Context: an optimization exercise on an open-source flow, tuned for small area, a short achievable clock period and few clock cycles per item. The choices shown serve that exercise and are no tape-out recipe.
The RTL was checked by simulation tests, not by an equivalence proof against the original design.

$ cat flow/design.v
module aes_sbox_p1 (input wire [7:0] a, output wire [9:0] m);
    wire U0 = a[7];
    wire U1 = a[6];
    wire U2 = a[5];
    wire U3 = a[4];
    wire U4 = a[3];
    wire U5 = a[2];
    wire U6 = a[1];
    wire U7 = a[0];
    wire T1; g_xor u0 (.a(U0), .b(U3), .y(T1));
    wire T2; g_xor u1 (.a(U0), .b(U5), .y(T2));
    wire T3; g_xor u2 (.a(U0), .b(U6), .y(T3));
    wire T4; g_xor u3 (.a(U3), .b(U5), .y(T4));
    wire T5; g_xor u4 (.a(U4), .b(U6), .y(T5));
    g_xor u5 (.a(T1), .b(T5), .y(m[5]));
    wire T7; g_xor u6 (.a(U1), .b(U2), .y(T7));
    wire T8; g_xor u7 (.a(U7), .b(m[5]), .y(T8));
    g_xor u8 (.a(U7), .b(T7), .y(m[4]));
    wire T10; g_xor u9 (.a(m[5]), .b(T7), .y(T10));
    wire T11; g_xor u10 (.a(U1), .b(U5), .y(T11));
    wire T12; g_xor u11 (.a(U2), .b(U5), .y(T12));
    g_xor u12 (.a(T3), .b(T4), .y(m[3]));
    wire T14; g_xor u13 (.a(m[5]), .b(T11), .y(T14));
    g_xor u14 (.a(T5), .b(T11), .y(m[2]));
    wire T16; g_xor u15 (.a(T5), .b(T12), .y(T16));
    wire T17; g_xor u16 (.a(m[4]), .b(T16), .y(T17));
    wire T18; g_xor u17 (.a(U3), .b(U7), .y(T18));
    g_xor u18 (.a(T7), .b(T18), .y(m[1]));
    wire T20; g_xor u19 (.a(T1), .b(m[1]), .y(T20));
    wire T21; g_xor u20 (.a(U6), .b(U7), .y(T21));
    wire T22; g_xor u21 (.a(T7), .b(T21), .y(T22));
    wire T23; g_xor u22 (.a(T2), .b(T22), .y(T23));
    wire T24; g_xor u23 (.a(T2), .b(T10), .y(T24));
    wire T25; g_xor u24 (.a(T20), .b(T17), .y(T25));
    wire T26; g_xor u25 (.a(T3), .b(T16), .y(T26));
    g_xor u26 (.a(T1), .b(T12), .y(m[0]));
    wire M1; g_nand u27 (.a(m[3]), .b(m[5]), .y(M1));
    wire M2; g_nand u28 (.a(T23), .b(T8), .y(M2));
    wire M3; g_xnor u29 (.a(T14), .b(M1), .y(M3));
    wire M4; g_nand u30 (.a(m[1]), .b(U7), .y(M4));
    wire M5; g_xor u31 (.a(M4), .b(M1), .y(M5));
    wire M6; g_nand u32 (.a(T3), .b(T16), .y(M6));
    wire M7; g_nand u33 (.a(T22), .b(m[4]), .y(M7));
    wire M8; g_xnor u34 (.a(T26), .b(M6), .y(M8));
    wire M9; g_nand u35 (.a(T20), .b(T17), .y(M9));
    wire M10; g_xor u36 (.a(M9), .b(M6), .y(M10));
    wire M11; g_nand u37 (.a(T1), .b(m[2]), .y(M11));
    wire M12; g_nand u38 (.a(T4), .b(m[0]), .y(M12));
    wire M13; g_xor u39 (.a(M12), .b(M11), .y(M13));
    wire M14; g_nand u40 (.a(T2), .b(T10), .y(M14));
    wire M15; g_xor u41 (.a(M14), .b(M11), .y(M15));
    wire M16; g_xnor u42 (.a(M3), .b(M2), .y(M16));
    wire M17; g_xor u43 (.a(M5), .b(T24), .y(M17));
    wire M18; g_xnor u44 (.a(M8), .b(M7), .y(M18));
    wire M19; g_xor u45 (.a(M10), .b(M15), .y(M19));
    wire M20; g_xor u46 (.a(M16), .b(M13), .y(M20));
    wire M21; g_xor u47 (.a(M17), .b(M15), .y(M21));
    wire M22; g_xor u48 (.a(M18), .b(M13), .y(M22));
    wire M23; g_xor u49 (.a(M19), .b(T25), .y(M23));
    wire M24; g_xor u50 (.a(M22), .b(M23), .y(M24));
    wire M25; g_nand u51 (.a(M22), .b(M20), .y(M25));
    wire M26; g_xnor u52 (.a(M21), .b(M25), .y(M26));
    wire M27; g_xor u53 (.a(M20), .b(M21), .y(M27));
    wire M28; g_xnor u54 (.a(M23), .b(M25), .y(M28));
    wire M29; g_nand u55 (.a(M28), .b(M27), .y(M29));
    wire M30; g_nand u56 (.a(M26), .b(M24), .y(M30));
    wire M31; g_nand u57 (.a(M20), .b(M23), .y(M31));
    wire M32; g_nandb u58 (.a(M31), .b(M27), .y(M32));
    wire M33; g_xnor u59 (.a(M27), .b(M25), .y(M33));
    wire M34; g_nand u60 (.a(M21), .b(M22), .y(M34));
    wire M35; g_nandb u61 (.a(M34), .b(M24), .y(M35));
    wire M36; g_xnor u62 (.a(M24), .b(M25), .y(M36));
    g_xnor u63 (.a(M21), .b(M29), .y(m[9]));
    g_xnor u64 (.a(M32), .b(M33), .y(m[8]));
    g_xnor u65 (.a(M23), .b(M30), .y(m[7]));
    g_xnor u66 (.a(M35), .b(M36), .y(m[6]));
endmodule
module aes_sbox_p2 (input wire [7:0] a, input wire [9:0] m, output wire [7:0] y);
    wire U0 = a[7];
    wire U1 = a[6];
    wire U2 = a[5];
    wire U3 = a[4];
    wire U4 = a[3];
    wire U5 = a[2];
    wire U6 = a[1];
    wire U7 = a[0];
    wire M37 = m[9];
    wire M38 = m[8];
    wire M39 = m[7];
    wire M40 = m[6];
    wire T6 = m[5];
    wire T9 = m[4];
    wire T13 = m[3];
    wire T15 = m[2];
    wire T19 = m[1];
    wire T27 = m[0];
    wire T1; g_xor u0 (.a(U0), .b(U3), .y(T1));
    wire T2; g_xor u1 (.a(U0), .b(U5), .y(T2));
    wire T3; g_xor u2 (.a(U0), .b(U6), .y(T3));
    wire T4; g_xor u3 (.a(U3), .b(U5), .y(T4));
    wire T8; g_xor u4 (.a(U7), .b(T6), .y(T8));
    wire T10; g_xor u5 (.a(T15), .b(T27), .y(T10));
    wire T16; g_xor u6 (.a(T6), .b(T27), .y(T16));
    wire T17; g_xor u7 (.a(U7), .b(T15), .y(T17));
    wire T20; g_xor u8 (.a(U0), .b(T9), .y(T20));
    wire T22; g_xor u9 (.a(U6), .b(T9), .y(T22));
    wire T23; g_xor u10 (.a(T13), .b(T19), .y(T23));
    wire M41; g_xor u11 (.a(M38), .b(M40), .y(M41));
    wire M42; g_xor u12 (.a(M37), .b(M39), .y(M42));
    wire M43; g_xor u13 (.a(M37), .b(M38), .y(M43));
    wire M44; g_xor u14 (.a(M39), .b(M40), .y(M44));
    wire M45; g_xor u15 (.a(M42), .b(M41), .y(M45));
    wire M46; g_nand u16 (.a(M44), .b(T6), .y(M46));
    wire M47; g_nand u17 (.a(M40), .b(T8), .y(M47));
    wire M48; g_nand u18 (.a(M39), .b(U7), .y(M48));
    wire M49; g_nand u19 (.a(M43), .b(T16), .y(M49));
    wire M50; g_nand u20 (.a(M38), .b(T9), .y(M50));
    wire M51; g_nand u21 (.a(M37), .b(T17), .y(M51));
    wire M52; g_nand u22 (.a(M42), .b(T15), .y(M52));
    wire M53; g_nand u23 (.a(M45), .b(T27), .y(M53));
    wire M54; g_nand u24 (.a(M41), .b(T10), .y(M54));
    wire M55; g_nand u25 (.a(M44), .b(T13), .y(M55));
    wire M56; g_nand u26 (.a(M40), .b(T23), .y(M56));
    wire M57; g_nand u27 (.a(M39), .b(T19), .y(M57));
    wire M58; g_nand u28 (.a(M43), .b(T3), .y(M58));
    wire M59; g_nand u29 (.a(M38), .b(T22), .y(M59));
    wire M60; g_nand u30 (.a(M37), .b(T20), .y(M60));
    wire M61; g_nand u31 (.a(M42), .b(T1), .y(M61));
    wire M62; g_nand u32 (.a(M45), .b(T4), .y(M62));
    wire M63; g_nand u33 (.a(M41), .b(T2), .y(M63));
    wire L0; g_xor u34 (.a(M61), .b(M62), .y(L0));
    wire L1; g_xor u35 (.a(M50), .b(M56), .y(L1));
    wire L2; g_xor u36 (.a(M46), .b(M48), .y(L2));
    wire L3; g_xor u37 (.a(M47), .b(M55), .y(L3));
    wire L4; g_xor u38 (.a(M54), .b(M58), .y(L4));
    wire L5; g_xor u39 (.a(M49), .b(M61), .y(L5));
    wire L6; g_xnor u40 (.a(M62), .b(L5), .y(L6));
    wire L7; g_xnor u41 (.a(M46), .b(L3), .y(L7));
    wire L8; g_xor u42 (.a(M51), .b(M59), .y(L8));
    wire L9; g_xor u43 (.a(M52), .b(M53), .y(L9));
    wire L10; g_xnor u44 (.a(M53), .b(L4), .y(L10));
    wire L11; g_xnor u45 (.a(M60), .b(L2), .y(L11));
    wire L12; g_xor u46 (.a(M48), .b(M51), .y(L12));
    wire L13; g_xnor u47 (.a(M50), .b(L0), .y(L13));
    wire L14; g_xor u48 (.a(M52), .b(M61), .y(L14));
    wire L15; g_xnor u49 (.a(M55), .b(L1), .y(L15));
    wire L16; g_xnor u50 (.a(M56), .b(L0), .y(L16));
    wire L17; g_xnor u51 (.a(M57), .b(L1), .y(L17));
    wire L18; g_xnor u52 (.a(M58), .b(L8), .y(L18));
    wire L19; g_xnor u53 (.a(M63), .b(L4), .y(L19));
    wire L20; g_xor u54 (.a(L0), .b(L1), .y(L20));
    wire L21; g_xor u55 (.a(L1), .b(L7), .y(L21));
    wire L22; g_xor u56 (.a(L3), .b(L12), .y(L22));
    wire L23; g_xor u57 (.a(L18), .b(L2), .y(L23));
    wire L24; g_xor u58 (.a(L15), .b(L9), .y(L24));
    wire L25; g_xor u59 (.a(L6), .b(L10), .y(L25));
    wire L26; g_xor u60 (.a(L7), .b(L9), .y(L26));
    wire L27; g_xor u61 (.a(L8), .b(L10), .y(L27));
    wire L28; g_xor u62 (.a(L11), .b(L14), .y(L28));
    wire L29; g_xor u63 (.a(L11), .b(L17), .y(L29));
    g_xor u64 (.a(L6), .b(L24), .y(y[7]));
    g_xnor u65 (.a(L16), .b(L26), .y(y[6]));
    g_xnor u66 (.a(L19), .b(L28), .y(y[5]));
    g_xor u67 (.a(L6), .b(L21), .y(y[4]));
    g_xor u68 (.a(L20), .b(L22), .y(y[3]));
    g_xor u69 (.a(L25), .b(L29), .y(y[2]));
    g_xnor u70 (.a(L13), .b(L27), .y(y[1]));
    g_xnor u71 (.a(L6), .b(L23), .y(y[0]));
endmodule
module g_xor (input wire a, input wire b, output wire y); assign y = a ^ b; endmodule
module g_xnor (input wire a, input wire b, output wire y); assign y = ~(a ^ b); endmodule
module g_nand (input wire a, input wire b, output wire y); assign y = ~(a & b); endmodule
module g_nor (input wire a, input wire b, output wire y); assign y = ~(a | b); endmodule
module g_nandb (input wire a, input wire b, output wire y); assign y = ~(~a & b); endmodule
module aes_core (
    input  wire         clk,
    input  wire         rst,         
    input  wire         in_valid,
    output wire         in_ready,
    input  wire         in_aes256,   
    input  wire [255:0] in_key,
    input  wire [127:0] in_block,
    output wire         out_valid,
    input  wire         out_ready,
    output wire [127:0] out_block
);
    reg          rdy;            
    reg          ov;             
    reg  [127:0] ob;
    reg  [127:0] X;              
    reg  [255:0] KX;             
    reg          xv;             
    reg          x256;
    reg  [3:0]   xr;             
    reg          xh;             
    reg          xw;             
    reg  [127:0] PU;             
    reg  [159:0] PM;             
    reg  [255:0] KP;
    reg  [39:0]  KPM;
    reg          pv;
    reg          p256;
    reg  [3:0]   pr;
    reg          ph;
    reg          pw;
    reg          pl;             
    reg          prot;           
    reg  [7:0]   prc;            
    assign in_ready  = rdy;
    assign out_valid = ov;
    assign out_block = ob;
    genvar i, c, k;
    wire [159:0] pm_d;
    generate
        for (i = 0; i < 16; i = i + 1) begin : g_s1
            aes_sbox_p1 u_sb1 (.a(X[127 - 8*i -: 8]), .m(pm_d[159 - 10*i -: 10]));
        end
    endgenerate
    wire [31:0] ksub_x = KX[31:0];
    wire [39:0] kpm_d;
    generate
        for (i = 0; i < 4; i = i + 1) begin : g_k1
            aes_sbox_p1 u_kb1 (.a(ksub_x[31 - 8*i -: 8]), .m(kpm_d[39 - 10*i -: 10]));
        end
    endgenerate
    wire [7:0] sb [0:15];
    wire [127:0] sr;             
    generate
        for (i = 0; i < 16; i = i + 1) begin : g_s2
            aes_sbox_p2 u_sb2 (.a(PU[127 - 8*i -: 8]), .m(PM[159 - 10*i -: 10]), .y(sb[i]));
        end
        for (c = 0; c < 4; c = c + 1) begin : g_sr
            assign sr[127 - 32*c      -: 8] = sb[((c + 0) % 4) * 4 + 0];
            assign sr[127 - 32*c -  8 -: 8] = sb[((c + 1) % 4) * 4 + 1];
            assign sr[127 - 32*c - 16 -: 8] = sb[((c + 2) % 4) * 4 + 2];
            assign sr[127 - 32*c - 24 -: 8] = sb[((c + 3) % 4) * 4 + 3];
        end
    endgenerate
    wire [31:0] sub_out;
    generate
        for (i = 0; i < 4; i = i + 1) begin : g_k2
            aes_sbox_p2 u_kb2 (.a(KP[31 - 8*i -: 8]), .m(KPM[39 - 10*i -: 10]),
                               .y(sub_out[31 - 8*i -: 8]));
        end
    endgenerate
    wire       xlast  = (xr == (x256 ? 4'd14 : 4'd10));
    wire       xrot   = !x256 || xr[0];
    wire [3:0] rc_idx = x256 ? ((xr + 4'd1) >> 1) : xr;
    reg  [7:0] rcon;
    always @* begin
        case (rc_idx)
            4'd1:    rcon = 8'h01;
            4'd2:    rcon = 8'h02;
            4'd3:    rcon = 8'h04;
            4'd4:    rcon = 8'h08;
            4'd5:    rcon = 8'h10;
            4'd6:    rcon = 8'h20;
            4'd7:    rcon = 8'h40;
            4'd8:    rcon = 8'h80;
            4'd9:    rcon = 8'h1b;
            4'd10:   rcon = 8'h36;
            default: rcon = 8'h00;
        endcase
    end
    wire       plast   = pl;
    wire       use_rot = prot;
    wire [31:0] rot_out = {sub_out[23:0], sub_out[31:24]};
    wire [31:0] rcw     = {prc, 24'h000000};
    wire [31:0] temp    = use_rot ? (rot_out ^ rcw) : sub_out;
    wire [31:0] pf0 = KP[255:224];
    wire [31:0] pf1 = KP[255:224] ^ KP[223:192];
    wire [31:0] pf2 = pf1 ^ KP[191:160];
    wire [31:0] pf3 = pf1 ^ (KP[191:160] ^ KP[159:128]);
    wire [127:0] new_key = {pf0 ^ temp, pf1 ^ temp, pf2 ^ temp, pf3 ^ temp};
    wire [127:0] rk_a = p256 ? KP[127:0] : {pf0 ^ rcw, pf1 ^ rcw, pf2 ^ rcw, pf3 ^ rcw};
    wire [31:0]  rk_s;
    wire         m128 = !p256;
    generate
        for (k = 0; k < 32; k = k + 1) begin : g_rks
            g_and u_a (.a(rot_out[k]), .b(m128), .y(rk_s[k]));
        end
    endgenerate
    wire [127:0] round_key = rk_a ^ {rk_s, rk_s, rk_s, rk_s};
    wire [127:0] fin_d;
    wire [127:0] dm;
    generate
        for (c = 0; c < 4; c = c + 1) begin : g_mc
            wire [7:0] a0 = sr[127 - 32*c      -: 8];
            wire [7:0] a1 = sr[127 - 32*c -  8 -: 8];
            wire [7:0] a2 = sr[127 - 32*c - 16 -: 8];
            wire [7:0] a3 = sr[127 - 32*c - 24 -: 8];
            wire [31:0] s;           
            wire [7:0]  t;
            for (k = 0; k < 8; k = k + 1) begin : g_b
                g_xor u_s0 (.a(a0[k]), .b(a1[k]), .y(s[k]));
                g_xor u_s1 (.a(a1[k]), .b(a2[k]), .y(s[8 + k]));
                g_xor u_s2 (.a(a2[k]), .b(a3[k]), .y(s[16 + k]));
                g_xor u_s3 (.a(a3[k]), .b(a0[k]), .y(s[24 + k]));
                g_xor u_t  (.a(s[k]), .b(s[16 + k]), .y(t[k]));
            end
            for (i = 0; i < 4; i = i + 1) begin : g_row
                wire [7:0] xt;
                wire [7:0] si = s[8*i +: 8];
                assign xt[0] = si[7];
                assign xt[2] = si[1];
                assign xt[5] = si[4];
                assign xt[6] = si[5];
                assign xt[7] = si[6];
                g_xor u_x1 (.a(si[0]), .b(si[7]), .y(xt[1]));
                g_xor u_x3 (.a(si[2]), .b(si[7]), .y(xt[3]));
                g_xor u_x4 (.a(si[3]), .b(si[7]), .y(xt[4]));
                for (k = 0; k < 8; k = k + 1) begin : g_bit
                    localparam integer b = 127 - 32*c - 8*i - 7 + k;    
                    wire f1;
                    g_xor u_d  (.a(t[k]), .b(xt[k]), .y(dm[b]));
                    g_xor u_f1 (.a(sr[b]), .b(rk_a[b]), .y(f1));
                    g_xor u_f2 (.a(f1), .b(rk_s[b % 32]), .y(fin_d[b]));
                end
            end
        end
    endgenerate
    wire go_out = pv && plast && !ov && !pw;        
    reg       xv_n, x256_n, xh_n, xw_n;
    reg [3:0] xr_n;
    always @* begin
        if (rdy) begin
            xv_n   = in_valid;
            x256_n = in_aes256;
            xr_n   = 4'd1;
            xh_n   = 1'b0;
            xw_n   = xv;             
        end else if (pv && plast) begin
            xv_n   = !go_out;
            x256_n = p256;
            xr_n   = pr;
            xh_n   = 1'b1;
            xw_n   = pw;
        end else begin
            xv_n   = pv;
            x256_n = p256;
            xr_n   = pr + 4'd1;
            xh_n   = 1'b0;
            xw_n   = pw;
        end
        if (rst) xv_n = 1'b0;
    end
    wire pv_n    = xv && !rst;
    wire pw_n    = xw && !go_out;
    wire ov_n    = !rst && (go_out || (ov && !out_ready));
    wire plast_n = xlast;
    wire rdy_n   = !pv_n || (plast_n && !ov_n && !pw_n);
    always @(posedge clk) begin
        rdy  <= rdy_n;
        ov   <= ov_n;
        xv   <= xv_n;
        x256 <= x256_n;
        xr   <= xr_n;
        xh   <= xh_n;
        xw   <= xw_n;
        pv   <= pv_n;
        p256 <= x256;
        pr   <= xr;
        ph   <= xh;
        pw   <= pw_n;
        pl   <= xlast;
        prot <= xrot;
        prc  <= rcon;
    end
    wire         sel_ear = rdy || ph;
    wire         sel_f   = !sel_ear;
    wire         sel_nxt = !rdy && !ph && !plast;
    wire [127:0] x_early = rdy ? (in_block ^ in_key[255:128]) : PU;
    wire         sel_ofin = go_out && !ph;
    wire [127:0] ob_early = (go_out && ph) ? PU : ob;
    wire [127:0] x_d;
    wire [127:0] ob_d;
    generate
        for (k = 0; k < 128; k = k + 1) begin : g_mx
            wire n1, n2, m1, dn, o1, o2;
            g_nand  u_n1 (.a(fin_d[k]), .b(sel_f), .y(n1));
            g_nand  u_n2 (.a(x_early[k]), .b(sel_ear), .y(n2));
            g_nand  u_m1 (.a(n1), .b(n2), .y(m1));
            g_nand  u_dn (.a(dm[k]), .b(sel_nxt), .y(dn));
            g_xnor  u_x  (.a(m1), .b(dn), .y(x_d[k]));
            g_nand  u_o1 (.a(fin_d[k]), .b(sel_ofin), .y(o1));
            g_nand  u_o2 (.a(ob_early[k]), .b(!sel_ofin), .y(o2));
            g_nand  u_o  (.a(o1), .b(o2), .y(ob_d[k]));
        end
    endgenerate
    wire [255:0] kx_in = {in_key[255:32], in_aes256 ? in_key[31:0] : in_key[159:128]};
    always @(posedge clk) begin
        ob  <= ob_d;
        X   <= x_d;
        KX  <= rdy ? kx_in : {round_key, new_key};
        PU  <= X;
        PM  <= pm_d;
        KP  <= KX;
        KPM <= kpm_d;
    end
endmodule
module g_and (input wire a, input wire b, output wire y);
    assign y = a & b;
endmodule
$ cat flow/constraint.sdc
create_clock -name core_clock -period 8.5 [get_ports {clk}]
set_input_delay 1.7000 -clock core_clock [delete_from_list [all_inputs] [get_ports {clk}]]
set_output_delay 1.7000 -clock core_clock [all_outputs]
set_load 0.01 [all_outputs]
$ cat flow/standard.sh
#!/bin/bash
# synth_recipe.tcl (not shown) runs the flow's synth.tcl, then flattens the netlist and writes it again
# the make line also repeats each setting of config.mk as NAME=value (left out here)
make -C /OpenROAD-flow-scripts/flow DESIGN_CONFIG=/design/flow/config.mk WORK_HOME=/design/flow/orfs CLKGATE_MAP_FILE= SYNTH_SCRIPT=/design/flow/synth_recipe.tcl "${@:-finish}"
$ cat flow/flow/run.sh
#!/bin/bash
set -euo pipefail
bash standard.sh "BUFFER_PORTS_ARGS=-buffer_cell sky130_fd_sc_hd__buf_2" finish > flow_make.log 2>&1
$ cat flow/config.mk
export PLATFORM = sky130hd
export DESIGN_NAME = aes_core
export DESIGN_NICKNAME = aes_core
export VERILOG_FILES = /design/flow/design.v
export SDC_FILE = /design/flow/constraint.sdc
export NUM_CORES = 4
export LEC_CHECK = 0
export CAP_MARGIN = 20
export CORE_MARGIN = 2
export CORE_UTILIZATION = 60
export PLACE_DENSITY = 0.7
export SETUP_SLACK_MARGIN = 5.0
export SLEW_MARGIN = 20
export SYNTH_HIERARCHICAL = 1
export SYNTH_MINIMUM_KEEP_SIZE = 0
export TNS_END_PERCENT = 5
==> out/qor.csv, run 1 <==
metric;value;unit
status;complete, no violations;
place_area;72800;µm²
fin_nets;8648;
synth_nets;8049;
cp-end-kind;register;
route.detailed.drc;0;
ys_async_sr_fraction;0;%
synth.distinct_cells;55;
synth_commonest_cells;xor2_1, nand2_1, dfxtp_1, xnor2_1, nor2_1;
synth_top_area_cell;dfxtp_1;
utilization;69.7;%
rsz0062_at_grt;yes;
wire_per_inst;25.4;µm
ys.flop_type;dfxtp_1;
timing.final.ws_setup;4.74;ns
antenna_found_initial;4;
seq_area_frac_synth;32.9;%
synth_area_leaders;dfxtp_1, xor2_1, xnor2_1;
grt-ovfl-total;0;
root_buffer;clkbuf_16;
cts_tree;built;
startpoint_type;register;
die_area;117000;µm²
clkTransAtPathRegs;0.07;ns
r2r_slack;4.74;ns
cts_max_path_buffers;3;
yosysWarnings;7;
ioPinCount;519;
crit_fanout;5;
fin_area;78600;µm²
grt_pass1_vias;52000;
finClkSkew;0.0238;ns
wl;250000;µm
grt_max_degree;188;
synth_area;68500;µm²
syn-instance-count;7657;
yosysMostFrequentCell;xor2_1;
gp_congestion;1.03;
viasPerCell;5.49;
initial_core_util;60.7;%
cp.required;9.13;ns
dpl_worst_slack;4.26;ns
clk_latency;0.75;ns
tightestPinTransition;1.23;ns
cts_buffers;118;
whs;0.309;ns
slew_viol_final;0;
busiest_layer;met2;
cp.arrival;4.39;ns
hpwl;196000;µm
fin_crit;3.76;ns
htreeDepth;3;
slew_headroom;17.5;%
synth_edf_count;0;
cts.sinks;1124;
port_buffers;518;
timing.fmax;266;MHz
use_met3;7.05;%
die_h;342;µm
hold_viol;0;
use_met1;54.9;%
yosysTopAreaCellShare;32.9;%
hp-class;register to register;
nFillCells;9096;
met2_usage;63.0;%
finalCritPeriodShare;44.3;%
core-area;113000;µm²
area_growth;14.8;%
grt_pass1_wl;352000;µm
ys_ff_latch;1124;
avgSynthCellArea;8.95;µm²
drt-pass1-iter-count;7;
vias;54100;
die_x;342;µm
drt_iter0_markers;5370;
timing.max_cap.violations;0;
detail-route-antenna-nets;0;
setup_viol;0;
critPathKind;register to register;
row_count;123;
grtUsageTotal;41.5;%
finalSetupTns;0;ns
layout-drive-gt1-share;16.2;%
==> per-module statistics from Yosys (local to each module, per instance), a selection <==
module / cells inside / times used / flops+latches
aes_core: 3229 / 1 / 1124
g_and: 1 / 32 / 0
g_nand: 1 / 1536 / 0
g_nandb: 1 / 40 / 0
g_xnor: 1 / 648 / 0
g_xor: 1 / 2172 / 0
==> state kept, by name, indices dropped and copies added (netlist names) <==
signal / flops
pw: 1
X: 128
KP: 256
xh: 1
ov: 1
rdy: 1
pv: 1
prot: 1
prc: 8
xw: 1
PU: 128
ph: 1
PM: 160
pr: 4
KX: 256
KPM: 40
pl: 1
p256: 1
x256: 1
ob: 128
xv: 1
xr: 4
==> per-layer routing <==
metal / vias up / routed length [µm]
li1: 25100 / -
met1: 25900 / 101000
met2: 2608 / 108000
met3: 559 / 22500
met4: 4 / 19100
met5: - / 27
==> critical path, stage by stage (launching register included) <==
cell     delay [ns]
dfxtp_1        0.41
xor2_1         0.29
xor2_1         0.21
nand2_1        0.12
xor2_1         0.35
xor2_1         0.34
xor2_2         0.55
xor2_4         0.39
xor2_2         0.34
xor2_1         0.21
nand2_1        0.20
xnor2_1        0.23
==> final cells by class <==
type | count | area [µm²] | share of cell area, %
Timing Repair Buffer | 652 | 3690 | 4.69
Inverter | 14 | 61.3 | 0.0780
Tap cell | 1500 | 1880 | 2.39
Multi-Input combinational cell | 6346 | 46400 | 59.1
Antenna cell | 1 | 2.50 | 0.00318
Sequential cell | 1124 | 22500 | 28.6
Clock buffer | 161 | 3300 | 4.20
Clock inverter | 57 | 714 | 0.909
==> layout by cell type, fill, tap and decap left out, types with 19 or more instances in the layout <==
master | Yosys | layout
a211oi_1 | 24 | 24
a21oi_1 | 163 | 163
and2_1 | 63 | 50
buf_2 | 61 | 518
buf_4 | 19 | 126
clkbuf_1 | 79 | 24
clkbuf_16 | 0 | 118
clkbuf_8 | 0 | 19
clkinv_2 | 0 | 24
dfxtp_1 | 1124 | 1117
mux2_2 | 78 | 78
mux2_4 | 120 | 120
mux2i_2 | 32 | 32
nand2_1 | 1829 | 1826
nand2b_1 | 59 | 58
nor2_1 | 250 | 249
o21ai_0 | 112 | 112
o21ai_1 | 177 | 177
o21ai_2 | 32 | 32
xnor2_1 | 968 | 928
xnor2_2 | 1 | 35
xnor3_2 | 31 | 31
xor2_1 | 2267 | 2154
xor2_2 | 24 | 125
==> stage by stage <==
stage          std cells
3_5_place_dp        9592
4_1_cts             9828
6_report            9855
5_1_grt             9854
3_3_place_gp        9592
2_1_floorplan       7657
==> path summary, 6_finish.rpt <==
path	start	end	depth (start not counted)
min	KX[110]$_DFF_P_	KP[110]$_DFF_P_	0
max	PM[49]$_DFF_P_	X[7]$_DFF_P_	11
max reg2reg	PM[49]$_DFF_P_	X[7]$_DFF_P_	11
min reg2reg	KX[110]$_DFF_P_	KP[110]$_DFF_P_	0
==> cell families after synthesis <==
family | share of synthesized area (%)
XOR/XNOR | 43.6
AND/OR/NAND/NOR | 12.9
flip-flops | 32.9
AO/OA/AOI/OAI | 4.34
multiplexers | 4.83
buffers and inverters | 1.39
adder cells (fa/ha/maj) | 0.0548
==> timing repair <==
| action | CTS | global route |
|---|---|---|
| pin swaps | 6 | 16 |
| resized for setup | 95 | 94 |
| setup buffers | 18 | 26 |
| endpoints found under the setup margin | 165 | 225 |
| hold buffers | 0 | 0 |
Testbench counts, summed over its fixed seeds: cycles 23,660, blocks 1,920.
==> run 2, diff against run 1 <==
--- a/flow/config.mk
+++ b/flow/config.mk
@@ -9,4 +9,4 @@
 export CORE_MARGIN = 2
-export CORE_UTILIZATION = 60
-export PLACE_DENSITY = 0.7
+export CORE_UTILIZATION = 50
+export PLACE_DENSITY = 0.6
 export SETUP_SLACK_MARGIN = 5.0
==> out/qor.csv, run 2 <==
metric;value;unit;change
r2r_start;PM[107]$_DFF_P_;;
die_area;140000;µm²;+20%
r2r_cells;11;;unchanged
status;complete, no violations;;
synth_top_area_cell;dfxtp_1;;
tightestPinTransition;1.17;ns;-0.0673 ns
cts_buffers;133;;+13%
synth_area;68500;µm²;unchanged
fin_area;80700;µm²;+2.7%
route.detailed.drc;0;;unchanged
die_x;374;µm;+9.4%
die_h;374;µm;+9.4%
antenna_found_initial;6;;+2
synth_nets;8049;;unchanged
rsz0062_at_grt;yes;;
area_growth;17.9;%;
critPathKind;register to register;;
grt-ovfl-total;0;;unchanged
top_regs;KP (256), KX (256), PM (160);;
grt_max_degree;93;;-51%
slew_headroom;22.3;%;+4.8 points
row_count;135;;+9.8%
cp-end-kind;register;;
initial_core_util;50.5;%;-10 points
crit_path_start;PM[107]$_DFF_P_;;
hp-class;register to register;;
viasPerCell;5.22;;-4.9%
htreeDepth;4;;+1
yosysTopAreaCellShare;32.9;%;unchanged
cp.required;9.17;ns;+0.04 ns
port_buffers;518;;unchanged
final_common_cell;xor2_1;;
hold_depth;0;;unchanged
crit_fanout;4;;-1
grt_pass1_vias;51000;;-2.0%
finalSetupTns;0;ns;unchanged
cts.sinks;1124;;unchanged
cts_max_path_buffers;3;;unchanged
clk_latency;0.79;ns;+0.04 ns
hpwl;204000;µm;+4.0%
yosysWarnings;7;;unchanged
utilization;59.5;%;-10 points
final_cell_mix;xor2_1, nand2_1, dfxtp_1, xnor2_1, buf_2;;
gp_congestion;0.984;;-4.5%
cts_hold_buf;0;;unchanged
clkTransAtPathRegs;0.06;ns;about the same
endpoint;X[122]$_DFF_P_;;
wire_per_inst;25.1;µm;-1.0%
finClkSkew;0.0246;ns;+0.000787 ns
vias;53300;;-1.5%
ys_ff_latch;1124;;unchanged
avgSynthCellArea;8.95;µm²;unchanged
setup_viol;0;;unchanged
cp.arrival;4.25;ns;-0.14 ns
grt_pass1_wl;358000;µm;+1.7%
grtUsageTotal;35.4;%;-6.1 points
detail-route-antenna-nets;0;;unchanged
drt-pass1-iter-count;6;;-1
core-area;136000;µm²;+20%
finalCritPeriodShare;42.1;%;-2.1 points
cts_tree;built;;
synth_edf_count;0;;unchanged
yosysMostFrequentCell;xor2_1;;
ys.flop_type;dfxtp_1;;
ioPinCount;519;;unchanged
fin_nets;8717;;+0.80%
place_area;73100;µm²;+0.44%
synth.distinct_cells;55;;unchanged
timing.max_cap.violations;0;;unchanged
layout-drive-gt1-share;18.0;%;+1.8 points
slew_viol_final;0;;unchanged
synth_area_leaders;dfxtp_1, xor2_1, xnor2_1;;
syn-instance-count;7657;;unchanged
r2r_slack;4.92;ns;+0.18 ns
root_buffer;clkbuf_16;;
startpoint_type;register;;
fin_crit;3.58;ns;-0.182 ns
timing.fmax;279;MHz;+5.1%
nFillCells;12200;;+34%
hold_viol;0;;unchanged
rr_endpoint;X[122]$_DFF_P_;;
drt_iter0_markers;4860;;-9.5%
synth_commonest_cells;xor2_1, nand2_1, dfxtp_1, xnor2_1, nor2_1;;
ys_async_sr_fraction;0;%;unchanged
seq_area_frac_synth;32.9;%;unchanged
wl;257000;µm;+2.5%
[run 2: per-stage QoR]
step	hold slack (ns)	setup WS, ns	instances
2_1_floorplan	0.310	4.98	7657
3_3_place_gp	0.310	3.93	9872
3_5_place_dp	0.312	4.00	9872
4_1_cts	0.311	4.76	10100
5_1_grt	0.320	4.79	10200
6_report	0.313	4.92	10200
[run 2: cell type report]
type	count	area (µm²)	share of cell area, %
multi-input combinational	6346	47400	58.7
antenna	2	5.00	0.00620
inverter	14	63.8	0.0790
sequential	1124	22500	27.9
clock inverter	49	529	0.655
clock buffer	183	3820	4.74
tap	1781	2230	2.76
timing repair buffer	706	4190	5.18
[run 2: kinds of logic (layout without fill, tap and decap cells)]
family                   count (synthesis)  in the layout  synth area share (%)
XOR/XNOR                              3309           3309                  43.6
AND/OR/NAND/NOR                       2245           2245                  12.9
flip-flops                            1124           1124                  32.9
AO/OA/AOI/OAI                          541            541                  4.34
multiplexers                           248            248                  4.83
buffers and inverters                  187            952                  1.39
adder cells (fa/ha/maj)                  3              3                0.0548
other                                    0              2                     0
[run 2: what timing repair did]
item,in CTS,in global routing
endpoints found under the hold margin,0,0
resized for setup,120,206
pin swaps,6,50
buffers inserted,9,90
setup endpoints to repair,218,281
[run 2: metal layers]
layer,track usage (%),up-vias,share of wire [%]
met1,48.5,25600,44
met3,5.33,394,7.3
met5,0,-,0.011
met2,54.9,2117,44
met4,16.5,4,5.3
li1,-,25100,-
[run 2: critical path, stage by stage, from the launching register on]
cell and delay (ns):
dfxtp_1 0.41, xor2_1 0.33, nand2_1 0.26, xor2_2 0.26
xnor2_4 0.28, xor2_1 0.37, xor2_4 0.37, xor2_1 0.36
xor2_2 0.32, xor2_1 0.23, nand2_1 0.10, xnor2_1 0.17
[run 2: per-module statistics from Yosys (local to each module, per instance), a selection]
| module | flops+latches | cells | cell area, µm² |
|---|---|---|---|
| g_nand | 0 | 1 | 3.75 |
| g_and | 0 | 1 | 6.26 |
| g_nandb | 0 | 1 | 6.26 |
| g_xnor | 0 | 1 | 8.76 |
| g_xor | 0 | 1 | 8.76 |
| aes_core | 1124 | 3229 | 37600 |
[run 2: worst min-delay path by stage]
| stage | startpoint | end | slack, ns |
|---|---|---|---|
| floorplan | KX[100]$_DFF_P_ | KP[100]$_DFF_P_ | 0.31 |
| global placement | KX[32]$_DFF_P_ | KP[32]$_DFF_P_ | 0.31 |
| detailed placement | KX[245]$_DFF_P_ | KP[245]$_DFF_P_ | 0.31 |
| CTS | KX[99]$_DFF_P_ | KP[99]$_DFF_P_ | 0.31 |
| global route | KX[173]$_DFF_P_ | KP[173]$_DFF_P_ | 0.32 |
| finish | KX[99]$_DFF_P_ | KP[99]$_DFF_P_ | 0.31 |
==> run 3, diff against run 2 <==
==> flow/flow/run.sh (replaced) <==
#!/bin/bash
set -euo pipefail
bash standard.sh "BUFFER_PORTS_ARGS=-buffer_cell sky130_fd_sc_hd__buf_2" "SETUP_SLACK_MARGIN=5.3" finish > flow_make.log 2>&1
==> out/qor.csv, run 3 <==
metric;value;unit;change
status;complete, no violations;;
yosysTopAreaCellShare;32.9;%;unchanged
final_cell_mix;xor2_1, nand2_1, dfxtp_1, xnor2_1, buf_2;;
tightestPinTransition;1.21;ns;+0.0435 ns
yosysMostFrequentCell;xor2_1;;
timing.fmax;294;MHz;+5.2%
clk_latency;0.79;ns;about the same
met2WireLength;116000;µm;+2.8%
route.met3.wl;19800;µm;+5.4%
hold_viol;0;;unchanged
synth_edf_count;0;;unchanged
grt_pass1_wl;368000;µm;+2.9%
cts_buffers;135;;+1.5%
area_growth;23.2;%;
seq_area_frac_synth;32.9;%;unchanged
cp-end-kind;register;;
port_buffers;518;;unchanged
grt-ovfl-total;0;;unchanged
ys_ff_latch;1124;;unchanged
timing.max_cap.violations;0;;unchanged
die_area;140000;µm²;unchanged
slew_viol_final;0;;unchanged
hp-class;register to register;;
initial_core_util;50.5;%;unchanged
cp.required;9.15;ns;-0.02 ns
cts.sinks;1124;;unchanged
synth.distinct_cells;55;;unchanged
grt_max_degree;180;;+94%
synthAdderAreaFrac;0.0548;%;unchanged
crit_chain;xor2_2, nand2_1, xor2_2, xnor2_4, xor2_1, xor2_2, buf_4, xor2_1, xor2_1, xor2_1, nand2_1, xnor2_1;;
cts_tree;built;;
syn-instance-count;7657;;unchanged
worst_path_max_delay_cell;dfxtp_1;;
synth_mux_area_share;4.83;%;unchanged
cts_max_path_buffers;3;;unchanged
viasPerCell;5.25;;+0.53%
synth_area;68500;µm²;unchanged
drt_iter0_markers;4879;;+0.39%
ys.flop_type;dfxtp_1;;
hpwl;206000;µm;+0.89%
crit_path_max_incr_delay;0.43;ns;+0.02 ns
wire_per_inst;25.7;µm;+2.1%
synth_nets;8049;;unchanged
avgSynthCellArea;8.95;µm²;unchanged
wl;265000;µm;+3.4%
fin_area;84400;µm²;+4.5%
grt_pass1_vias;52500;;+2.9%
setup_viol;0;;unchanged
rsz0062_at_grt;yes;;
layout-drive-gt1-share;22.7;%;+4.7 points
critPathKind;register to register;;
die_h;374;µm;unchanged
synth-compound-area-share;4.34;%;unchanged
cp.arrival;4.05;ns;-0.20 ns
synth_commonest_cells;xor2_1, nand2_1, dfxtp_1, xnor2_1, nor2_1;;
synth_xor_area_share;43.6;%;unchanged
detail-route-antenna-nets;0;;unchanged
place_area;73300;µm²;+0.27%
drt-pass1-iter-count;5;;-1
clkTransAtPathRegs;0.06;ns;about the same
finClkSkew;0.0269;ns;+0.00227 ns
synth-simple-area-share;12.9;%;unchanged
fin_nets;8842;;+1.4%
synth_top_area_cell;dfxtp_1;;
fin_crit;3.40;ns;-0.176 ns
core-area;136000;µm²;unchanged
die_x;374;µm;unchanged
row_count;135;;unchanged
grtUsageTotal;36.4;%;+1.0 points
cp_common_cell;xor2_1;;
startpoint_type;register;;
slew_headroom;17.8;%;-4.5 points
yosysWarnings;7;;unchanged
antenna_found_initial;4;;-2
ys_async_sr_fraction;0;%;unchanged
wl_met1;111000;µm;-0.67%
synth_area_leaders;dfxtp_1, xor2_1, xnor2_1;;
finalSetupTns;0;ns;unchanged
htreeDepth;4;;unchanged
vias;54300;;+1.9%
synth_top_family_by_area;XOR/XNOR gates;;
top_regs;KP (256), KX (256), PM (160);;
final_common_cell;xor2_1;;
cts_hold_buf;0;;unchanged
ioPinCount;519;;unchanged
finalCritPeriodShare;40.1;%;-2.1 points
crit_fanout;4;;unchanged
routed.top_layer;met4;;
route.detailed.drc;0;;unchanged
gp_congestion;0.988;;+0.46%
root_buffer;clkbuf_16;;
-- run 3: per-module statistics from Yosys, one instance, submodules excluded, excerpt --
module / flip-flops and latches / times used / cell area, µm²
g_nand: 0 / 1536 / 3.75
aes_core: 1124 / 1 / 37600
g_xor: 0 / 2172 / 8.76
g_xnor: 0 / 648 / 8.76
g_nandb: 0 / 40 / 6.26
g_and: 0 / 32 / 6.26
-- run 3: final timing paths --
kind / startpoint / endpoint / slack, ns / depth (start not counted)
worst max-delay path: PM[47]$_DFF_P_ / X[3]$_DFF_P_ / 5.10 / 12
worst min-delay path: KX[197]$_DFF_P_ / KP[197]$_DFF_P_ / 0.31 / 0
worst max register to register: PM[47]$_DFF_P_ / X[3]$_DFF_P_ / 5.10 / 12
worst min register to register: KX[197]$_DFF_P_ / KP[197]$_DFF_P_ / 0.31 / 0
-- run 3: metrics by stage --
step	hold WS [ns]	utilization (%)	std cells	worst slack (ns)
floorplan	0.310	-	7657	4.98
global placement	0.310	54.1	9890	4.35
detailed placement	0.312	54.1	9891	4.50
CTS	0.317	59.9	10300	5.14
global route	0.324	62.2	10300	4.99
finish	0.315	62.2	10300	5.10
-- run 3: cells by family after synthesis --
family	Yosys count
AO/OA/AOI/OAI	541
XOR/XNOR	3309
adder cells (fa/ha/maj)	3
buffers and inverters	187
flip-flops	1124
multiplexers	248
AND/OR/NAND/NOR	2245
-- run 3: repair_timing --
item                                    CTS  global route
endpoints found under the hold margin     0             0
pin swaps                                66            98
resized for setup                       295           364
buffers inserted                        115            87
endpoints found under the setup margin  358           354
-- run 3: area by class of cell --
type	instances	area (µm²)
Fill cell	11700	51300
Multi-Input combinational cell	6346	49500
Sequential cell	1124	22600
Timing Repair Buffer	829	5270
Clock buffer	184	3900
Tap cell	1781	2230
Clock inverter	62	870
Inverter	14	63.8
Antenna cell	3	7.51
-- run 3: routing by layer --
layer	vias to the layer above	track usage (%)
li1	25300	-
met1	26200	48.4
met2	2319	55.4
met3	524	5.59
met4	0	23.2
met5	-	0
-- run 3: worst max-delay path: cells and delay by family (launching register included) --
| family | cells | cell delay (ns) |
|---|---|---|
| xor gates and xnor gates | 9 | 2.19 |
| buffers and inverters | 1 | 0.23 |
| DFF | 1 | 0.43 |
| and+or+nand+nor | 2 | 0.43 |
==> run 4, diff against run 3 <==
--- a/flow/design.v
+++ b/flow/design.v
@@ -187,2 +187,3 @@
     reg          rdy;            
+    reg          rdy_o;          
     reg          ov;             
@@ -208,3 +209,3 @@
     reg  [7:0]   prc;            
-    assign in_ready  = rdy;
+    assign in_ready  = rdy_o;
     assign out_valid = ov;
@@ -353,2 +354,3 @@
         rdy  <= rdy_n;
+        rdy_o <= rdy_n || rst;   
         ov   <= ov_n;
--- a/flow/config.mk
+++ b/flow/config.mk
@@ -10,2 +10,3 @@
 export CORE_UTILIZATION = 50
+export CTS_BUF_LIST = sky130_fd_sc_hd__clkbuf_4 sky130_fd_sc_hd__clkbuf_8
 export PLACE_DENSITY = 0.6
==> out/qor.csv, run 4 <==
metric;value;unit;change
status;complete, no violations;;
grt-ovfl-total;0;;unchanged
synth_edf_count;0;;unchanged
wire_per_inst;24.8;µm;-3.3%
hold_viol;0;;unchanged
ys_ff_latch;1125;;+0.089%
initial_core_util;50.5;%;about the same
cp-end-kind;output port;;
layout-drive-gt1-share;23.3;%;+0.59 points
htreeDepth;4;;unchanged
setup_viol;0;;unchanged
crit_chain;buf_2;;
yosysTopAreaCellShare;33.4;%;+0.50 points
hpwl;198000;µm;-3.8%
r2r_cells;14;;+2
drt-pass1-iter-count;5;;unchanged
final_cell_mix;xor2_1, nand2_1, dfxtp_1, xnor2_1, buf_2;;
area_growth;23.9;%;
worst_path_max_delay_cell;dfxtp_1;;
synthAdderAreaFrac;0.130;%;+0.075 points
endpoint;out_block[33];;
r2r_slack;5.11;ns;about the same
crit_path_max_incr_delay;0.53;ns;+0.10 ns
grt_max_degree;178;;-1.1%
synth-compound-area-share;4.20;%;-0.15 points
synth_commonest_cells;xor2_1, nand2_1, dfxtp_1, xnor2_1, o21ai_0;;
synth_top_family_by_area;XOR/XNOR gates;;
avgSynthCellArea;8.81;µm²;-1.5%
finalCritPeriodShare;39.9;%;-0.14 points
die_area;138000;µm²;-1.4%
startpoint_type;register;;
synth-simple-area-share;13.1;%;+0.22 points
top_regs;KP (256), KX (256), PM (160);;
seq_area_frac_synth;33.4;%;+0.50 points
root_buffer;clkbuf_8;;
cts_buffers;193;;+43%
synth_nets;8063;;+0.17%
yosysMostFrequentCell;xor2_1;;
tightestPinTransition;1.19;ns;-0.0189 ns
crit_path_start;ob[33]$_DFF_P_;;
clk_latency;0.95;ns;+0.16 ns
syn-instance-count;7667;;+0.13%
wl;260000;µm;-2.0%
synth_area_leaders;dfxtp_1, xor2_1, xnor2_1;;
crit_buf_inv;1;;unchanged
fin_nets;8947;;+1.2%
route.detailed.drc;0;;unchanged
yosysWarnings;7;;unchanged
slew_headroom;20.6;%;+2.9 points
die_x;371;µm;-0.70%
cp.arrival;1.69;ns;-2.36 ns
viasPerCell;5.21;;-0.73%
cts_tree;built;;
finalSetupTns;0;ns;unchanged
critPathKind;register to output port;;
vias;54600;;+0.58%
timing.fmax;295;MHz;+0.36%
cp_num_cells;1;;-11
grt_pass1_wl;358000;µm;-2.7%
hp-class;register to register;;
detail-route-antenna-nets;0;;unchanged
slew_viol_final;0;;unchanged
ys.flop_type;dfxtp_1;;
antenna_found_initial;14;;+10
ioPinCount;519;;unchanged
synth_xor_area_share;43.8;%;+0.14 points
die_h;371;µm;-0.70%
row_count;134;;-0.74%
synth.distinct_cells;45;;-18%
synth_top_area_cell;dfxtp_1;;
grt_pass1_vias;52200;;-0.54%
cp.required;6.80;ns;-2.35 ns
synth_area;67500;µm²;-1.4%
cts_max_path_buffers;3;;unchanged
fin_crit;3.39;ns;-0.0123 ns
gp_congestion;1.00;;+1.2%
rsz0062_at_grt;yes;;
rr_endpoint;X[113]$_DFF_P_;;
clkTransAtPathRegs;0.07;ns;about the same
ys_async_sr_fraction;0;%;unchanged
cp_top_family;flip-flops;;
synth_mux_area_share;4.13;%;-0.70 points
timing.max_cap.violations;0;;unchanged
crit_fanout;2;;-2
whs;0.308;ns;-0.00697 ns
r2r_start;PM[106]$_DFF_P_;;
cts_hold_buf;0;;unchanged
cts.sinks;1125;;+0.089%
drt_iter0_markers;5088;;+4.3%
port_buffers;518;;unchanged
final_common_cell;xor2_1;;
grtUsageTotal;36.1;%;-0.38 points
finClkSkew;0.0464;ns;+0.0195 ns
core-area;134000;µm²;-1.4%
-- run 4: cell families after synthesis --
| kind of cell | after synthesis |
|---|---|
| AOI/OAI and AO/OA | 540 |
| and+or+nand+nor | 2248 |
| buffers and inverters | 194 |
| DFF | 1125 |
| adders and majority gates | 7 |
| muxes | 253 |
| xor gates and xnor gates | 3300 |
-- run 4: how the worst min path moves through the flow --
stage / startpoint / depth (start not counted) / slack [ns] / to
floorplan: KX[100]$_DFF_P_ / 0 / 0.31 / KP[100]$_DFF_P_
global route: KX[38]$_DFF_P_ / 0 / 0.31 / KP[38]$_DFF_P_
finish: KX[38]$_DFF_P_ / 0 / 0.31 / KP[38]$_DFF_P_
CTS: KX[38]$_DFF_P_ / 0 / 0.30 / KP[38]$_DFF_P_
global placement: KX[77]$_DFF_P_ / 0 / 0.31 / KP[77]$_DFF_P_
detailed placement: KX[112]$_DFF_P_ / 0 / 0.31 / KP[112]$_DFF_P_
-- run 4: area by class of cell --
| class | count | area, µm² |
|---|---|---|
| Timing Repair Buffer | 865 | 5600 |
| Timing Repair inverter | 1 | 7.51 |
| Antenna cell | 3 | 7.51 |
| Fill cell | 11600 | 50100 |
| Inverter | 14 | 76.3 |
| Sequential cell | 1125 | 22600 |
| Clock buffer | 307 | 3860 |
| Clock inverter | 45 | 459 |
| Tap cell | 1768 | 2210 |
| Multi-Input combinational cell | 6351 | 48900 |
-- run 4: metrics by stage --
step	instance area [µm²]	util (%)	worst slack, ns	cells
floorplan	67600	-	5.05	7667
global placement	72400	54.1	4.34	9886
detailed placement	72400	54.2	4.33	9886
CTS	78700	58.9	5.01	10300
global route	83700	62.5	5.01	10500
finish	83700	62.6	5.11	10500
-- run 4: routing by layer --
metal / vias to the layer above / wire length, µm / track usage [%]
li1: 25500 / - / -
met1: 26200 / 110000 / 48.5
met2: 2359 / 112000 / 54.3
met3: 537 / 19700 / 5.38
met4: 2 / 18600 / 22.3
met5: - / 12 / 0
-- run 4: what timing repair did --
action / in CTS / in global routing
setup endpoints to repair: 523 / 498
setup buffers: 52 / 181
gates cloned: 2 / 3
resized for setup: 226 / 483
pin swaps: 29 / 137
-- run 4: Yosys stat by module (local to each module, per instance), a selection --
module,cells inside,times used
g_and,1,32
g_xor,1,2172
g_nandb,1,40
g_xnor,1,648
g_nand,1,1536
aes_core,3239,1
Testbench counts of run 4, summed over its fixed seeds: cycles 23,660, blocks 1,920.
==> run 5, diff against run 4 <==
--- a/flow/config.mk
+++ b/flow/config.mk
@@ -10,3 +10,2 @@
 export CORE_UTILIZATION = 50
-export CTS_BUF_LIST = sky130_fd_sc_hd__clkbuf_4 sky130_fd_sc_hd__clkbuf_8
 export PLACE_DENSITY = 0.6
@@ -16,2 +15,2 @@
 export SYNTH_MINIMUM_KEEP_SIZE = 0
-export TNS_END_PERCENT = 5
+export TNS_END_PERCENT = 20
==> out/qor.csv, run 5 <==
metric;value;unit;change
synth.distinct_cells;45;;unchanged
viasPerCell;5.34;;+2.5%
synth-simple-area-share;13.1;%;unchanged
drt_iter0_markers;5561;;+9.3%
cp-end-kind;register;;
fin_crit;3.43;ns;+0.0406 ns
startpoint_type;register;;
fin_nets;8973;;+0.29%
cts_tree;built;;
cts.sinks;1125;;unchanged
synth_commonest_cells;xor2_1, nand2_1, dfxtp_1, xnor2_1, o21ai_0;;
finClkSkew;0.0285;ns;-0.0179 ns
dpl.cell_count;9870;;-0.16%
row_count;134;;unchanged
wl;270000;µm;+3.6%
syn-instance-count;7667;;unchanged
cts_buffers;130;;-33%
timing.max_cap.violations;0;;unchanged
grt_pass1_wl;365000;µm;+1.8%
hold_viol;0;;unchanged
slew_headroom;18.4;%;-2.2 points
yosysTopAreaCellShare;33.4;%;unchanged
timing.final.ws_setup;5.07;ns;-0.0406 ns
vias;55800;;+2.2%
ys_ff_latch;1125;;unchanged
synth_area;67500;µm²;unchanged
yosysMostFrequentCell;xor2_1;;
rsz0062_at_grt;yes;;
detail-route-antenna-nets;0;;unchanged
finalCritPeriodShare;40.4;%;+0.48 points
initial_core_util;50.5;%;unchanged
avgSynthCellArea;8.81;µm²;unchanged
clkTransAtPathRegs;0.06;ns;about the same
drt-pass1-iter-count;5;;unchanged
place_area;72300;µm²;-0.18%
final_cell_mix;xor2_1, nand2_1, dfxtp_1, xnor2_1, buf_2;;
antenna_found_initial;17;;+3
route.detailed.drc;0;;unchanged
area_growth;27.3;%;
crit_fanout;5;;+3
layout-drive-gt1-share;25.2;%;+1.9 points
grtUsageTotal;36.9;%;+0.83 points
cts_max_path_buffers;3;;unchanged
hp-class;register to register;;
timing.fmax;291;MHz;-1.2%
ioPinCount;519;;unchanged
grt_pass1_vias;52100;;-0.20%
dpl_worst_slack;4.32;ns;-0.00898 ns
wire_per_inst;25.8;µm;+3.9%
die_area;138000;µm²;unchanged
cp.arrival;4.11;ns;+2.42 ns
fin_area;86000;µm²;+2.7%
final_common_cell;xor2_1;;
critPathKind;register to register;;
synth-compound-area-share;4.20;%;unchanged
hpwl;203000;µm;+2.6%
clk_latency;0.78;ns;-0.17 ns
slew_viol_final;0;;unchanged
synth_edf_count;0;;unchanged
nFillCells;11000;;-4.6%
root_buffer;clkbuf_16;;
finalSetupTns;0;ns;unchanged
die_x;371;µm;unchanged
htreeDepth;4;;unchanged
setup_viol;0;;unchanged
ys_async_sr_fraction;0;%;unchanged
top_regs;KP (256), KX (256), PM (160);;
utilization;64.2;%;+1.7 points
synth_mux_area_share;4.13;%;unchanged
synthAdderAreaFrac;0.130;%;unchanged
ys.flop_type;dfxtp_1;;
synth_area_leaders;dfxtp_1, xor2_1, xnor2_1;;
core-area;134000;µm²;unchanged
synth_top_family_by_area;XOR/XNOR gates;;
gp_congestion;0.979;;-2.2%
whs;0.313;ns;+0.00538 ns
grt-ovfl-total;0;;unchanged
synth_top_area_cell;dfxtp_1;;
seq_area_frac_synth;33.4;%;unchanged
cp.required;9.18;ns;+2.38 ns
port_buffers;518;;unchanged
grt_max_degree;167;;-6.2%
tightestPinTransition;1.19;ns;-0.00103 ns
yosysWarnings;7;;unchanged
die_h;371;µm;unchanged
status;complete, no violations;;
synth_xor_area_share;43.8;%;unchanged
final_cells;10500;;-0.27%
synth_nets;8063;;unchanged
run 5: final timing paths:
path / startpoint / to / slack (ns) / cells after the start
worst max-delay path: PU[8]$_DFF_P_ / X[88]$_DFF_P_ / 5.07 / 13
worst min-delay path: KX[98]$_DFF_P_ / KP[98]$_DFF_P_ / 0.31 / 0
worst max register to register: PU[8]$_DFF_P_ / X[88]$_DFF_P_ / 5.07 / 13
worst min register to register: KX[98]$_DFF_P_ / KP[98]$_DFF_P_ / 0.31 / 0
run 5: cell families (layout without fill, tap and decap cells):
kind of cell    count (synthesis)  count (layout)
other cells                     0               6
xor+xnor                     3300            3300
simple gates                 2248            2251
fa+ha+maj                       7               7
buf+inv                       194            1201
mux                           253             253
flops                        1125            1125
compound gates                540             540
run 5: cell type report:
class                           instances  area, µm²  area share (%)
Sequential cell                      1125      22700            26.4
Clock buffer                          189       3790            4.41
Tap cell                             1768       2210            2.57
Inverter                               14       67.6          0.0786
Clock inverter                         43        435           0.507
Timing Repair Buffer                  952       6200            7.21
Timing Repair inverter                  3       17.5          0.0204
Multi-Input combinational cell       6351      50500            58.8
Antenna cell                            6       15.0          0.0175
run 5: Yosys stat by module, one instance, submodules excluded, excerpt:
module    flip-flops and latches  times used  area, µm²
g_and                          0          32       6.26
aes_core                    1125           1      36600
g_nand                         0        1536       3.75
g_xnor                         0         648       8.76
g_nandb                        0          40       6.26
g_xor                          0        2172       8.76
run 5: what timing repair did:
action,4_1_cts,5_1_grt
pin swaps,73,177
gates resized for setup,351,658
buffers inserted,144,193
setup endpoints to repair,444,417
hold buffers,0,0
cloned,4,2
run 5: metal layers:
metal | up-vias | routed length, µm | global-route usage, %
met5 | - | 57 | 0
met4 | 8 | 17600 | 19.9
met3 | 601 | 22300 | 5.97
met2 | 2663 | 119000 | 57.1
met1 | 27100 | 111000 | 49.3
li1 | 25500 | - | -
run 5: worst max-delay path, cell delays in order (launching register included):
cell	delay, ns
dfxtp_2	0.41
xor2_1	0.17
nand2_1	0.11
xor2_1	0.28
xnor2_1	0.20
xor2_1	0.28
xnor2_1	0.18
buf_4	0.23
xor2_1	0.34
xor2_2	0.22
buf_4	0.17
xor2_1	0.35
nand2_1	0.16
xnor2_1	0.22
==> run 6, diff against run 5 <==
--- a/flow/config.mk
+++ b/flow/config.mk
@@ -15,2 +15,2 @@
 export SYNTH_MINIMUM_KEEP_SIZE = 0
-export TNS_END_PERCENT = 20
+export TNS_END_PERCENT = 1
==> out/qor.csv, run 6 <==
metric;value;unit;change
status;complete, no violations;;
cts_max_path_buffers;3;;unchanged
final_common_cell;xor2_1;;
crit_chain;xor2_1, nand2_1, xor2_2, xnor2_4, buf_12, xor2_1, xor2_2, xor2_2, xor2_2, xor2_1, nand2_1, xnor2_1;;
ys.flop_type;dfxtp_1;;
die_x;371;µm;unchanged
port_buffers;518;;unchanged
grt_pass1_wl;362000;µm;-0.71%
clkTransAtPathRegs;0.06;ns;about the same
yosysTopAreaCellShare;33.4;%;unchanged
slew_viol_final;0;;unchanged
wire_per_inst;25.2;µm;-2.3%
gp_congestion;1.01;;+3.5%
crit_path_max_incr_delay;0.42;ns;about the same
ys_ff_latch;1125;;unchanged
antenna_found_initial;8;;-9
dpl_worst_slack;4.25;ns;-0.0752 ns
die_area;138000;µm²;unchanged
die_h;371;µm;unchanged
cts_buffers;130;;unchanged
cts_hold_buf;0;;unchanged
synth_nets;8063;;unchanged
slew_headroom;22.9;%;+4.5 points
critPathKind;register to register;;
finalSetupTns;0;ns;unchanged
hp-class;register to register;;
synth_area;67500;µm²;unchanged
finalCritPeriodShare;40.4;%;+0.045 points
root_buffer;clkbuf_16;;
ys_async_sr_fraction;0;%;unchanged
synth_area_leaders;dfxtp_1, xor2_1, xnor2_1;;
area_growth;22.7;%;
detail-route-antenna-nets;0;;unchanged
fin_nets;8837;;-1.5%
hold_viol;0;;unchanged
syn-instance-count;7667;;unchanged
wl;260000;µm;-3.5%
setup_viol;0;;unchanged
core-area;134000;µm²;unchanged
vias;54500;;-2.4%
initial_core_util;50.5;%;unchanged
startpoint_type;register;;
clk_latency;0.79;ns;about the same
route.detailed.drc;0;;unchanged
grtUsageTotal;36.4;%;-0.46 points
tightestPinTransition;1.14;ns;-0.0450 ns
hpwl;201000;µm;-0.82%
timing.final.ws_setup;5.06;ns;-0.00382 ns
cp_common_cell;xor2_2;;
crit_fanout;4;;-1
synth_edf_count;0;;unchanged
grt_pass1_vias;52200;;+0.098%
timing.max_cap.violations;0;;unchanged
cts_tree;built;;
worst_path_max_delay_cell;dfxtp_1;;
layout-drive-gt1-share;20.9;%;-4.3 points
viasPerCell;5.28;;-1.2%
drt_iter0_markers;5186;;-6.7%
yosysMostFrequentCell;xor2_1;;
grt-ovfl-total;0;;unchanged
cts.sinks;1125;;unchanged
htreeDepth;4;;unchanged
avgSynthCellArea;8.81;µm²;unchanged
synth_commonest_cells;xor2_1, nand2_1, dfxtp_1, xnor2_1, o21ai_0;;
rsz0062_at_grt;yes;;
seq_area_frac_synth;33.4;%;unchanged
cp.required;9.17;ns;about the same
fin_crit;3.44;ns;+0.00382 ns
final_cell_mix;xor2_1, nand2_1, dfxtp_1, xnor2_1, buf_2;;
finClkSkew;0.0265;ns;-0.00197 ns
ioPinCount;519;;unchanged
top_regs;KP (256), KX (256), PM (160);;
grt_max_degree;100;;-40%
timing.fmax;291;MHz;-0.11%
cp.arrival;4.11;ns;about the same
row_count;134;;unchanged
nFillCells;11600;;+5.2%
synth_top_area_cell;dfxtp_1;;
synth.distinct_cells;45;;unchanged
drt-pass1-iter-count;6;;+1
cp-end-kind;register;;
yosysWarnings;7;;unchanged
## run 6: cell count changes in the layout (fill, tap and decap cells not counted), sizes merged
| cell | previous run | this run |
|---|---|---|
| buf | 952 | 822 |
| bufinv | 7 | 8 |
| nand2b | 61 | 60 |
| clkinv | 22 | 30 |
| clkbuf | 189 | 186 |
| inv | 17 | 23 |
| clkinvlp | 14 | 7 |
| and2 | 65 | 63 |
| diode | 6 | 2 |
## run 6: logic make-up after synthesis
kind of cell	Yosys count	synth area share [%]
muxes	253	4.13
DFF	1125	33.4
and+or+nand+nor	2248	13.1
adders and majority gates	7	0.130
xor gates and xnor gates	3300	43.8
AOI/OAI and AO/OA	540	4.20
buffers and inverters	194	1.29
## run 6: worst paths after layout
kind / from / end / slack, ns / cells past startpoint
worst min register to register: KX[192]$_DFF_P_ / KP[192]$_DFF_P_ / 0.31 / 0
worst max-delay path: PM[117]$_DFF_P_ / X[90]$_DFF_P_ / 5.06 / 12
worst max register to register: PM[117]$_DFF_P_ / X[90]$_DFF_P_ / 5.06 / 12
worst min-delay path: KX[192]$_DFF_P_ / KP[192]$_DFF_P_ / 0.31 / 0
## run 6: Yosys stat by module (local to each module, per instance), excerpt
| module | flops+latches | times used | cell area, µm² | cells |
|---|---|---|---|---|
| g_xor | 0 | 2172 | 8.76 | 1 |
| aes_core | 1125 | 1 | 36600 | 3239 |
| g_nandb | 0 | 40 | 6.26 | 1 |
| g_nand | 0 | 1536 | 3.75 | 1 |
| g_and | 0 | 32 | 6.26 | 1 |
| g_xnor | 0 | 648 | 8.76 | 1 |
## run 6: layout make-up
class	count	area, µm²	area share [%]
Multi-Input combinational cell	6348	48400	58.4
Inverter	14	67.6	0.0816
Timing Repair Buffer	822	5170	6.24
Clock buffer	186	3800	4.59
Antenna cell	2	5.00	0.00604
Sequential cell	1125	22600	27.2
Tap cell	1768	2210	2.67
Clock inverter	54	654	0.790
## run 6: what timing repair did
action,CTS,global route
pin swaps,39,116
endpoints found under the setup margin,435,454
gates resized for setup,257,365
cloned,0,0
buffers inserted,69,124
## run 6: per-stage QoR
step / instances / hold slack, ns / util [%] / area, µm²
finish: 10300 / 0.311 / 61.9 / 82800
global route: 10300 / 0.311 / 61.9 / 82800
CTS: 10200 / 0.310 / 59.3 / 79300
detailed placement: 9884 / 0.312 / 54.1 / 72400
global placement: 9883 / 0.310 / 54.1 / 72400
floorplan: 7667 / 0.310 / - / 67600
## run 6: worst max-delay path, delay by kind of cell (launching register included)
kind	cells	cell delay, ns
xor gates and xnor gates	9	2.28
DFF	1	0.42
buffers and inverters	1	0.15
and+or+nand+nor	2	0.47
## run 6: per-layer routing
metal	part of all wire [%]	GRT usage, %	vias up
li1	-	-	25300
met1	43	49.9	26200
met2	42	54.2	2437
met3	7.8	5.52	509
met4	7.0	21.6	0
met5	0	0	-

## separate check: timing with driven ports
Ports are ideal in the flow. The routed layouts listed here were re-timed in OpenROAD.
Step 1 (the two cells are an assumption about what drives the block):
set clk [get_ports {clk}]
set_driving_cell -lib_cell sky130_fd_sc_hd__clkbuf_16 $clk
set_driving_cell -lib_cell sky130_fd_sc_hd__buf_2 [delete_from_list [all_inputs] $clk]
Step 2, shift: input delay + t, output delay - t, t = (earliest + latest rising clock arrival at the registers) / 2. This alone moves slack from input paths to output paths.
Slacks: ideal / step 1 / step 2; pairs: ideal / step 1.
run | t, ns | slack for setup (ns) | clock arrival spread, ns | slew at the worst register clock pin (ns) | pins driven straight from the clock port
run 1 | 0.806 | 4.737 / 4.737 / 4.737 | 0.026 / 0.026 | 0.07 / 0.07 | 1
run 2 | 0.861 | 4.919 / 4.919 / 4.919 | 0.026 / 0.025 | 0.06 / 0.06 | 1
run 3 | 0.855 | 5.095 / 5.095 / 5.054 | 0.027 / 0.027 | 0.07 / 0.07 | 1
run 4 | 1.000 | 5.108 / 5.037 / 5.112 | 0.049 / 0.049 | 0.07 / 0.07 | 1
run 5 | 0.841 | 5.067 / 5.067 / 5.067 | 0.037 / 0.037 | 0.07 / 0.07 | 1
run 6 | 0.857 | 5.063 / 5.063 / 5.063 | 0.031 / 0.031 | 0.07 / 0.07 | 1
After both steps every run listed still meets setup and hold. For run 3, which loses most, drivers alone change the setup slack by 0.000 ns; drivers and shift together by -0.041 ns.
